This design comes from an exercise in tuning for small area, a short achievable clock period and few clock cycles per item on the open sky130 flow, not from production work. At most, simulation tests tie the RTL to the original design; equivalence was not proved. No activity file was given, so power comes from the tool's default toggle rates.

run 1:
// lath_eval
module lath_eval (
    input  wire        clk,
    input  wire        rst,
    input  wire [31:0] origin_x,       
    input  wire [31:0] origin_y,       
    input  wire [31:0] pitch_x,        
    input  wire [31:0] pitch_y,        
    input  wire [31:0] lath_pitch,     
    input  wire [31:0] phase_offset,   
    input  wire [15:0] slant_num,      
    input  wire [15:0] slant_den,      
    input  wire        in_valid,
    output wire        in_ready,
    input  wire [13:0] px,
    input  wire [12:0] py,
    input  wire [1:0]  stripe,
    input  wire [15:0] corr,           
    output reg         out_valid,
    output wire [6:0]  v,
    output reg  [31:0] m,
    output reg  [15:0] corr_o,
    output wire [47:0] xo,             
    output wire [47:0] yo              
);
export LEC_CHECK = 0
export ABC_AREA = 1
export CAP_MARGIN = 20
export CORE_MARGIN = 2
export CORE_UTILIZATION = 60
export PLACE_DENSITY = 0.75
export SLEW_MARGIN = 20
create_clock -name core_clock -period 11.0 [get_ports {clk}]
run.sh (not shown) runs the stock make flow with config.mk's settings and CLKGATE_MAP_FILE= SYNTH_SCRIPT=/design/flow/synth_recipe.tcl, a recipe that flattens the netlist after the stock synthesis.
Testbench counts of run 1, summed over its fixed seeds: cycles 26,240, items 1,536.
## Diff of input files: run 2 against run 1
-- flow/design.v --
<<< run 1, line 23
    output wire [47:0] yo              
);
    reg [31:0] lp_r;                   
    reg [34:0] pol_r;                  
    reg [15:0] den_r;
>>> run 2, line 23
    output wire [47:0] yo              
);
    reg [31:0] lp_r;
    reg [34:0] pol_r;                  
    reg [15:0] den_r;
<<< run 1, line 33
    add_sk #(17) u_pol_hi (.a({3'b0, phase_offset[31:18]}), .b({1'b0, lp_r[31:16]}), .cin(pol_c), .s(pol_hi), .co(pol_chi));
    always @(posedge clk) begin
        pol_c <= pol_clo;
        pol_r <= {pol_hi, pol_lo};
>>> run 2, line 33
    add_sk #(17) u_pol_hi (.a({3'b0, phase_offset[31:18]}), .b({1'b0, lp_r[31:16]}), .cin(pol_c), .s(pol_hi), .co(pol_chi));
    always @(posedge clk) begin
        lp_r  <= lath_pitch;
        pol_c <= pol_clo;
        pol_r <= {pol_hi, pol_lo};
<<< run 1, line 59
    reg        bl_r;                   
    reg        rdy_r;                  
    reg        f_hb;                   
    reg        csx;                    
>>> run 2, line 60
    reg        bl_r;                   
    reg        rdy_r;                  
    reg        f_pass;                 
    reg        f_hb;                   
    reg        csx;                    
<<< run 1, line 74
    wire b_busy_n = b_any | (b_busy & ~b_last);
    wire b_last_n = ~b_any & b_busy & (b_cnt == (b_div ? 5'd18 : 5'd14));
    wire b_div_n  = b_loadd | (b_div & ~b_last);
    always @(posedge clk)
        lp_r <= b_div_n ? {16'd0, den_r} : lath_pitch;
    wire bl_n     = (f_c_n | f_done_n) & (~b_busy_n | b_last_n);
    wire a_free_n = (a_free | b_load) & ~in_valid;
    reg [13:0] pxa;
    reg [1:0]  sta;
>>> run 2, line 76
    wire b_busy_n = b_any | (b_busy & ~b_last);
    wire b_last_n = ~b_any & b_busy & (b_cnt == (b_div ? 5'd18 : 5'd14));
    wire bl_n     = (f_c_n | f_done_n) & (~b_busy_n | b_last_n);
    wire a_free_n = (a_free | b_load) & ~in_valid;
    wire pass_n   = (f_h & a_last) | f_p | f_done_n | f_pk;
    reg [13:0] pxa;
    reg [1:0]  sta;
<<< run 1, line 112
    wire        acin = acin_r;
    wire [46:0] hsel = {{23{f_hb}}, {24{f_h}}};
    wire [46:0] ax   = (hsel & {acc[45:0], cq[0]}) | (~hsel & acc);
    wire        ax0  = ax[0];
    wire        as0  = ax0 ^ ay[0] ^ acin;
>>> run 2, line 112
    wire        acin = acin_r;
    wire [46:0] hsel = {{23{f_hb}}, {24{f_h}}};
    wire [46:0] ax   = (hsel & {acc[45:0], cq[0]})
                     | ({47{f_h0}} & {20'd0, pxa, sta, 11'd0})
                     | ({47{f_pass}} & acc);
    wire        ax0  = ax[0];
    wire        as0  = ax0 ^ ay[0] ^ acin;
<<< run 1, line 130
    reg [31:0] m_r;
    reg [15:0] corr_r;
    wire [31:0] dv  = lp_r;
    wire [33:0] bt  = {br, bq[21:20]};
    wire [34:0] bs1, bs2, bs3;
    wire        bc1, bc2, bc3;
>>> run 2, line 132
    reg [31:0] m_r;
    reg [15:0] corr_r;
    wire [31:0] dv  = b_div ? {16'd0, den_r} : lp_r;
    wire [33:0] bt  = {br, b_div ? kq[40:39] : bq[21:20]};
    wire [34:0] bs1, bs2, bs3;
    wire        bc1, bc2, bc3;
<<< run 1, line 167
        if (b_loadd) begin
            br <= nsg ? {16'd0, den_r - 16'd1} : 32'd0;
            bq <= {nsn, 6'd0};
        end else if (b_any) begin
            br <= {7'd0, asum[46:22]};
>>> run 2, line 169
        if (b_loadd) begin
            br <= nsg ? {16'd0, den_r - 16'd1} : 32'd0;
        end else if (b_any) begin
            br <= {7'd0, asum[46:22]};
<<< run 1, line 202
        end
        if (f_prei) begin
            kq <= {40'd0, nsg};
        end
        if (b_div)
>>> run 2, line 203
        end
        if (f_prei) begin
            kq <= {nsn, 24'd0, nsg};
        end
        if (b_div)
<<< run 1, line 210
        if (f_pk)
            acc <= {{6{kq[40]}}, kq};                    
        else if ((a_ready & pvalid) | f_kml)
            acc <= {20'd0, a_ready ? px : pxa, a_ready ? stripe : sta, 11'd0};
        else
            acc <= asum;
>>> run 2, line 211
        if (f_pk)
            acc <= {{6{kq[40]}}, kq};                    
        else
            acc <= asum;
<<< run 1, line 225
            bl_r   <= 1'b0;
            rdy_r  <= 1'b1;
            f_hb   <= 1'b0;
            csx    <= 1'b0;
>>> run 2, line 224
            bl_r   <= 1'b0;
            rdy_r  <= 1'b1;
            f_pass <= 1'b0;
            f_hb   <= 1'b0;
            csx    <= 1'b0;
<<< run 1, line 247
            bl_r   <= bl_n;
            rdy_r  <= a_free_n | bl_n;
            f_hb   <= f_h0 | (f_hb & ~a_last);
            csx    <= f_p & corra[15];
>>> run 2, line 247
            bl_r   <= bl_n;
            rdy_r  <= a_free_n | bl_n;
            f_pass <= pass_n;
            f_hb   <= f_h0 | (f_hb & ~a_last);
            csx    <= f_p & corra[15];
[summary]
Run 2 vs run 1, overall die area went up by about 1.1%.
Changes observed in run 2 relative to run 1: via count grew by 2.8%; number of global-route vias before repair grew by 894; signal arrival time at the worst endpoint grew by 0.46 ns; area used by sequential logic in the layout grew by 400 um2; actual transition at the worst max-transition pin grew by 0.058 ns.
On synthesized area: run 2 sits above run 1.
Looking at wire length across run 1 and run 2, the one that comes out higher is run 2.
Run 2 vs. run 1: amount of wire on met2 after detailed routing increased by 4.5% relative to the old numbers, sum of internal, switching and leakage power decreased about 7%.
The higher clock skew came out of run 2.
Relative to run 1, worst setup slack has decreased by 0.57 ns in run 2.
First-iteration DRC count down about 2% in run 2 wrt run 1
Relative to run 1, global-route total usage across every layer increased by 1.8 points in run 2.
No functional check of the RTL was part of run 2.


old:
lath_eval, a different RTL version from the one above (not shown whole).
For scale: about 710 flip-flops, roughly 43,000 um^2 of cells after synthesis.
export LEC_CHECK = 0
export CAP_MARGIN = 20
export CORE_MARGIN = 2
export CORE_UTILIZATION = 40
export SLEW_MARGIN = 20
create_clock -name core_clock -period 11.0 [get_ports {clk}]
old closes out successfully: all stages finished, all timing, DRC and antenna checks passed.
Testbench counts of old, summed over its fixed seeds: cycles 26,880, items 1,536.
> inputs changed (old -> new)
-- flow/design.v --
<<< old, line 57
    reg        b_vst;                  
    reg        o_org, o_run, o_dbl, o_xadd, o_yadd;
    reg        bl_r;                   
    reg        rdy_r;                  
    reg        f_pass;                 
    wire b_load   = bl_r;
    wire a_ready  = rdy_r;
    assign in_ready = rdy_r;
    wire accept   = in_valid & a_ready;
    wire b_loadk  = f_pka;             
    wire b_any    = b_load | b_loadk;
    wire inflight_n = accept | (~a_free & ~b_load) | b_load | (b_busy & ~b_last);
    wire f_c_n    = f_p;
    wire f_done_n = (f_c | f_done) & ~b_load;
    wire b_busy_n = b_any | (b_busy & ~b_last);
    wire b_last_n = ~b_any & b_busy & (b_cnt == 5'd14);
    wire bl_n     = (f_c_n | f_done_n) & (~b_busy_n | b_last_n);
    wire a_free_n = (a_free | b_load) & ~in_valid;
    wire pass_n   = (f_h & a_last) | f_p | f_done_n | f_pk;
    always @(posedge clk) begin
        if (rst) begin
            a_free <= 1'b1;
            bl_r   <= 1'b0;
            rdy_r  <= 1'b1;
            f_pass <= 1'b0;
            {f_prei, f_pre, f_pk, f_pka, f_pkw, f_h0, f_h, f_p, f_c, f_done} <= 10'd0;
            a_cnt  <= 6'd0;
>>> new, line 57
    reg        b_vst;                  
    reg        o_org, o_run, o_dbl, o_xadd, o_yadd;
    wire b_free   = ~b_busy | b_last;
    wire b_load   = (f_c | f_done) & b_free;
    wire a_ready  = a_free | b_load;
    assign in_ready = a_ready;
    wire accept   = in_valid & a_ready;
    wire b_loadk  = f_pka;             
    wire b_any    = b_load | b_loadk;
    wire inflight_n = accept | (~a_free & ~b_load) | b_load | (b_busy & ~b_last);
    always @(posedge clk) begin
        if (rst) begin
            a_free <= 1'b1;
            {f_prei, f_pre, f_pk, f_pka, f_pkw, f_h0, f_h, f_p, f_c, f_done} <= 10'd0;
            a_cnt  <= 6'd0;
<<< old, line 92
            out_valid <= 1'b0;
        end else begin
            bl_r   <= bl_n;
            rdy_r  <= a_free_n | bl_n;
            f_pass <= pass_n;
            if (f_prei) begin
                f_prei <= 1'b0;
>>> new, line 80
            out_valid <= 1'b0;
        end else begin
            if (f_prei) begin
                f_prei <= 1'b0;
<<< old, line 200
    wire [46:0] ax   = ({47{f_h}} & {acc[45:0], cq[0]})
                     | ({47{f_h0}} & {20'd0, pxa, sta, 11'd0})
                     | ({47{f_pass}} & acc);
    wire        ax0  = ax[0];
    wire        as0  = ax0 ^ ay[0] ^ acin;
>>> new, line 185
    wire [46:0] ax   = ({47{f_h}} & {acc[45:0], cq[0]})
                     | ({47{f_h0}} & {20'd0, pxa, sta, 11'd0})
                     | ({47{f_p | f_c | f_done | f_pka}} & acc);
    wire        ax0  = ax[0];
    wire        as0  = ax0 ^ ay[0] ^ acin;
Findings:
In the metrics for old and new, the one carrying the higher design area is old.
new: combinational power is about 2% lower than what old reported.
Summary of the comparison: overall routed net length is lower in new, relative to old.
Between old and new, the fraction of area in registers is lower for old.
The shortest period the worst path allows in new was higher than what old gave.
Diff old -> new | routed via count divided by cell count | decrease of 0.13
Diff old -> new: final setup slack of the worst path down 0.59 ns, die area -about 2%, power consumed by the clock network went down about 2%.
Tapcell count down about 1.6% in new wrt old
new vs. old: maximum frequency decreased by 9.6% relative to the old numbers; count of non-filler cells in the finished layout went down; total design power went down; power density over the cells held.
Only the layout flow was run in new; the RTL was not checked for function there.

port drivers added, routing unchanged:
In the flow no input, the clock included, has a driving cell. The finished layouts below were timed again as built, in two steps. Step 1, drivers: a clkbuf_16 drives clk and a buf_2 each remaining input, both assumed. Step 2 times the ports against the registers' clock, not the clock port: input delays grow and output delays shrink by t, the midpoint of the rising clock arrivals with the driver on. Slacks: ideal ports / drivers / drivers and shift; pairs: ideal ports / drivers.
| run | t (ns) | slack for setup (ns) | worst setup path at the end | slew at the worst register clock pin (ns) | pins driven straight from the clock port |
|---|---|---|---|---|---|
| run 1 | 0.683 | 6.215 / 6.215 / 5.719 | input to register | 0.07 / 0.07 | 1 |
| run 2 | 0.708 | 5.642 / 5.642 / 5.517 | input to register | 0.07 / 0.07 | 1 |
| old | 0.740 | 5.375 / 5.375 / 5.375 | register to register | 0.06 / 0.06 | 1 |
| new | 0.716 | 4.781 / 4.708 / 4.940 | register to register | 0.07 / 0.07 | 1 |
After both steps every run listed still meets setup and hold. For run 1, which loses most, drivers alone change the setup slack by 0.000 ns; drivers and shift together by -0.496 ns.
